This design comes from an exercise in tuning for small area, a short achievable clock period and few clock cycles per item on the open sky130 flow, not from production work. Only simulation tests tie the RTL to the original design; equivalence was not proved.

## srn_place
module srn_place (
    input  wire         clk,
    input  wire         rst,           
    input  wire         key_load,      
    input  wire [127:0] key,           
    input  wire         req_valid,
    output wire         req_ready,
    input  wire [15:0]  req_frame,
    input  wire [8:0]   req_block,
    input  wire [7:0]   req_tweak,
    input  wire [5:0]   req_line,
    output wire         resp_valid,
    input  wire         resp_ready,
    output wire [5:0]   resp_chan
);
clock: 12.0 ns
lec_check: 0
cap_margin: 20
core_margin: 2
core_utilization: 40
cts_cluster_diameter: 100
cts_cluster_size: 20
slew_margin: 20
standard.sh (not shown) runs the stock make flow with config.mk's settings and CLKGATE_MAP_FILE= SYNTH_SCRIPT=/design/flow/synth_recipe.tcl, a recipe that flattens the netlist after the stock synthesis.
==> flow/flow/run.sh <==
#!/bin/bash
set -euo pipefail
SETUP_MARGIN=$(cat flow/setup_margin.txt)
bash standard.sh \
    "SETUP_SLACK_MARGIN=${SETUP_MARGIN}" \
    "BUFFER_PORTS_ARGS=-buffer_cell sky130_fd_sc_hd__buf_1" \
    finish > standard_flow.log 2>&1
test -s out/final.def
==> flow/flow/setup_margin.txt <==
8.4
Testbench counts at the start, summed over its fixed seeds: cycles 9,141, items 4,800.
Then changed:
==> flow/flow/setup_margin.txt (replaced) <==
8.3
Outcome: The changed run completed without violations. Via count barely changes. Design area falls by 1.2%. Utilization goes down by 0.54 points. Wire length fell by 2.6%. Global-route usage went down by 0.52 points.

---

The RTL this note starts from:
==> flow/design.v <==
module srn_sipround (
    input  wire        second,     
    input  wire [63:0] p_i,
    input  wire [63:0] q_i,
    input  wire [63:0] r_i,
    input  wire [63:0] s_i,
    output wire [63:0] x_o,
    output wire [63:0] y_o,
    output wire [63:0] qr_o,
    output wire [63:0] sr_o
);
    assign x_o  = p_i + q_i;
    assign y_o  = r_i + s_i;
    assign qr_o = second ? {q_i[46:0], q_i[63:47]}       
                         : {q_i[50:0], q_i[63:51]};      
    assign sr_o = second ? {s_i[42:0], s_i[63:43]}       
                         : {s_i[47:0], s_i[63:48]};      
endmodule
module srn_place (
    input  wire         clk,
    input  wire         rst,           
    input  wire         key_load,      
    input  wire [127:0] key,           
    input  wire         req_valid,
    output wire         req_ready,
    input  wire [15:0]  req_frame,
    input  wire [8:0]   req_block,
    input  wire [7:0]   req_tweak,
    input  wire [5:0]   req_line,
    output wire         resp_valid,
    input  wire         resp_ready,
    output wire [5:0]   resp_chan
);
    localparam [63:0] C0 = 64'h736f6d6570736575;
    localparam [63:0] C1 = 64'h646f72616e646f6d;
    localparam [63:0] C2 = 64'h6c7967656e657261;
    localparam [63:0] C3 = 64'h7465646279746573;
    localparam [63:0] M1 = 64'h0800000000000000;
    localparam [23:0] SB = {3'd2, 3'd5, 3'd3, 3'd0, 3'd7, 3'd1, 3'd4, 3'd6};
    reg  [127:0] kb;
    wire [63:0]  k0 = kb[63:0];
    wire [63:0]  k1 = kb[127:64];
    reg  [32:0]  tag;           
    reg          tag_ok;        
    reg          pending;       
    reg          rdy;
    reg  [6:0]   q_mem [0:15];  
    reg  [4:0]   q_wp, q_rp;
    wire [32:0]  req_tag = {req_tweak, req_block, req_frame};
    wire         accept  = req_valid & rdy;
    wire         new_blk = ~tag_ok | (req_tag != tag);
    reg  [63:0]  p, q, r, s;
    reg  [3:0]   hc;            
    reg          hrun;
    reg  [32:0]  mt;            
    reg  [17:0]  hs0, hs1, hs2;
    reg  [2:0]   h_at, h_wr;
    reg  [1:0]   nh;
    wire         ok1 = (nh != 2'd0);
    wire [63:0]  m0_new = {24'd0, tag[32:25], 7'd0, tag[24:16], tag[15:0]};
    wire [63:0]  m0     = {24'd0, mt[32:25], 7'd0, mt[24:16], mt[15:0]};
    wire [63:0]  x, y, qr, sr;
    srn_sipround u_half (
        .second(hc[0]),
        .p_i(p), .q_i(q), .r_i(r), .s_i(s),
        .x_o(x), .y_o(y), .qr_o(qr), .sr_o(sr)
    );
    wire [63:0]  p_inj = (hc == 4'd3) ? m0 : (hc == 4'd7) ? M1 : 64'd0;
    wire [63:0]  r_inj = (hc == 4'd7) ? 64'h00000000000000ff : 64'd0;
    wire [63:0]  s_inj = (hc == 4'd3) ? M1 : 64'd0;
    wire [63:0]  p_n = y ^ p_inj;
    wire [63:0]  q_n = qr ^ x;
    wire [63:0]  r_n = {x[31:0], x[63:32]} ^ r_inj;
    wire [63:0]  s_n = (sr ^ s_inj) ^ y;
    wire         fin    = hrun & (hc == 4'd15);
    wire [17:0]  h_fin  = (qr[17:0] ^ sr[17:0]) ^ x[17:0] ^ x[49:32];
    wire         start  = pending & (~hrun | fin) & ~ok1;
    wire [6:0]   head   = q_mem[q_rp[3:0]];
    wire         q_any  = (q_wp != q_rp);
    reg          f1_v, f2_v;
    reg  [5:0]   f1_lr, f2_lr;
    reg  [5:0]   f2_k;           
    reg  [5:0]   chan_r;
    reg          resp_valid_r;
    wire         out_free = ~resp_valid_r | resp_ready;
    wire         s2_free  = ~f2_v | out_free;
    wire         s1_free  = ~f1_v | s2_free;
    wire         pop      = q_any & (~head[6] | ok1) & s1_free;
    wire         fpop     = pop & head[6];
    wire         s1_adv   = f1_v & s2_free;
    wire         s2_adv   = f2_v & out_free;
    wire [2:0]   h_sel    = head[6] ? {h_at[1:0], h_at[2]} : h_at;
    wire [17:0]  hk       = ({18{h_sel[0]}} & hs0) | ({18{h_sel[1]}} & hs1) |
                            ({18{h_sel[2]}} & hs2);
    wire [17:0]  f1_k     = ({18{h_at[0]}} & hs0) | ({18{h_at[1]}} & hs1) |
                            ({18{h_at[2]}} & hs2);
    reg [2:0] fl, fr, ft, gl, gr, gt, el, er, et;
    integer i;
    always @(*) begin
        fl = head[5:3];
        fr = head[2:0];
        for (i = 0; i < 1; i = i + 1) begin
            ft = fl ^ SB[3*(fr ^ hk[3*i +: 3]) +: 3];
            fl = fr;
            fr = ft;
        end
        gl = f1_lr[5:3];
        gr = f1_lr[2:0];
        for (i = 0; i < 3; i = i + 1) begin
            gt = gl ^ SB[3*(gr ^ f1_k[3*i+3 +: 3]) +: 3];
            gl = gr;
            gr = gt;
        end
        el = f2_lr[5:3];
        er = f2_lr[2:0];
        for (i = 0; i < 2; i = i + 1) begin
            et = el ^ SB[3*(er ^ f2_k[3*i +: 3]) +: 3];
            el = er;
            er = et;
        end
    end
    assign req_ready  = rdy;
    assign resp_valid = resp_valid_r;
    assign resp_chan  = chan_r;
    reg          q_15, q_16;
    wire         full_n  = (q_15 & accept & ~pop) | (q_16 & ~pop);
    wire         pend_n  = (pending & ~start) | (accept & new_blk);
    wire         run_n   = start | (hrun & ~fin);
    wire [3:0]   hc_n    = start ? 4'd0 : hc + 4'd1;
    always @(posedge clk) begin
        if (key_load)
            kb <= key;
    end
    always @(posedge clk) begin
        if (accept) begin
            tag <= req_tag;
            q_mem[q_wp[3:0]] <= {new_blk, req_line};
        end
        if (pop) begin
            f1_lr <= {fl, fr};
        end
        if (s1_adv) begin
            f2_lr <= {gl, gr};
            f2_k  <= f1_k[17:12];
        end
        if (s2_adv)
            chan_r <= {el, er};
    end
    always @(posedge clk) begin
        if (rst) begin
            q_wp         <= 5'd0;
            q_rp         <= 5'd0;
            q_15         <= 1'b0;
            q_16         <= 1'b0;
            h_at         <= 3'b001;
            h_wr         <= 3'b010;
            nh           <= 2'd0;
            pending      <= 1'b0;
            tag_ok       <= 1'b0;
            rdy          <= 1'b1;
            hrun         <= 1'b0;
            f1_v         <= 1'b0;
            f2_v         <= 1'b0;
            resp_valid_r <= 1'b0;
        end else begin
            q_wp    <= q_wp + {4'd0, accept};
            q_rp    <= q_rp + {4'd0, pop};
            if (accept != pop) begin
                q_15 <= accept ? (q_wp - q_rp == 5'd14) : q_16;
                q_16 <= accept & q_15;
            end
            pending <= pend_n;
            hrun    <= run_n;
            rdy     <= ~pend_n & ~full_n;
            if (key_load)
                tag_ok <= 1'b0;
            else if (accept)
                tag_ok <= 1'b1;
            if (fpop)
                h_at <= {h_at[1:0], h_at[2]};
            if (fin)
                h_wr <= {h_wr[1:0], h_wr[2]};
            if (fin & ~fpop)
                nh <= nh + 2'd1;
            else if (fpop & ~fin)
                nh <= nh - 2'd1;
            f1_v <= pop | (f1_v & ~s2_free);
            f2_v <= s1_adv | (f2_v & ~out_free);
            resp_valid_r <= s2_adv | (resp_valid_r & ~resp_ready);
        end
    end
    always @(posedge clk) begin
        hc <= hc_n;
        if (start) begin
            p  <= k0 ^ C0;
            q  <= k1 ^ C1;
            r  <= k0 ^ C2;
            s  <= k1 ^ C3 ^ m0_new;
            mt <= tag;
        end else begin
            p <= p_n;
            q <= q_n;
            r <= r_n;
            s <= s_n;
        end
        if (fin & h_wr[0])
            hs0 <= h_fin;
        if (fin & h_wr[1])
            hs1 <= h_fin;
        if (fin & h_wr[2])
            hs2 <= h_fin;
    end
endmodule
export LEC_CHECK = 0
export CAP_MARGIN = 20
export CORE_MARGIN = 2
export CORE_UTILIZATION = 40
export CTS_CLUSTER_DIAMETER = 100
export CTS_CLUSTER_SIZE = 20
export SLEW_MARGIN = 20
create_clock -name core_clock -period 12.0 [get_ports {clk}]
==> flow/flow/run.sh <==
#!/bin/bash
set -euo pipefail
SETUP_MARGIN=$(cat flow/setup_margin.txt)
bash standard.sh \
    "SETUP_SLACK_MARGIN=${SETUP_MARGIN}" \
    "BUFFER_PORTS_ARGS=-buffer_cell sky130_fd_sc_hd__buf_2" \
    finish > standard_flow.log 2>&1
test -s out/final.def
==> flow/flow/setup_margin.txt <==
8.3
Testbench counts at the start, summed over its fixed seeds: cycles 9,141, items 4,800.
Then changed:
==> flow/flow/run.sh (replaced) <==
#!/bin/bash
set -euo pipefail
SETUP_MARGIN=$(cat flow/setup_margin.txt)
bash standard.sh \
    "SETUP_SLACK_MARGIN=${SETUP_MARGIN}" \
    "BUFFER_PORTS_ARGS=-buffer_cell sky130_fd_sc_hd__buf_1" \
    finish > standard_flow.log 2>&1
test -s out/final.def
After rerunning: The new run finished with timing, DRC and antenna clean; global-route usage grows by 0.20 points; design area falls by 0.60%; synthesized area stays the same; worst hold slack got worse by 12 ps; routed wire length barely changes; clock skew hardly moves; setup slack loses 11 ps; sequential share of layout area came out higher by 0.27 points.

-- what the ideal ports hide --
How much do the figures lean on ideal ports? The routed layouts below were timed once more, with nothing changed but the port constraints. Step 1 (the two cells are an assumption about what drives the block):
set clk [get_ports {clk}]
set_driving_cell -lib_cell sky130_fd_sc_hd__clkbuf_16 $clk
set_driving_cell -lib_cell sky130_fd_sc_hd__buf_2 [delete_from_list [all_inputs] $clk]
Step 2 moves the port delays by t, midway between the first and last clock arrival at a register: inputs arrive t later, outputs are due t later. That takes back most of the time a late clock gives input paths. a / b / c = ideal ports / drivers / drivers and shift; a / b = the first two.
run	t (ns)	setup slack, ns	worst setup path at the end	latest minus earliest clock arrival (ns)	slew at the worst register clock pin (ns)
the first run of note 1	0.666	8.351 / 8.397 / 7.733	input to register	0.058 / 0.058	0.09 / 0.09
the second run of note 1	0.681	8.220 / 8.220 / 7.716	input to register	0.057 / 0.057	0.09 / 0.09
the first run of note 2	0.685	8.294 / 8.294 / 7.667	input to register	0.047 / 0.047	0.10 / 0.10
the second run of note 2	0.673	8.283 / 8.283 / 7.718	input to register	0.047 / 0.047	0.10 / 0.10
After both steps every run listed still meets setup and hold. For the first run of note 2, which loses most, drivers alone change the setup slack by 0.000 ns; drivers and shift together by -0.627 ns.
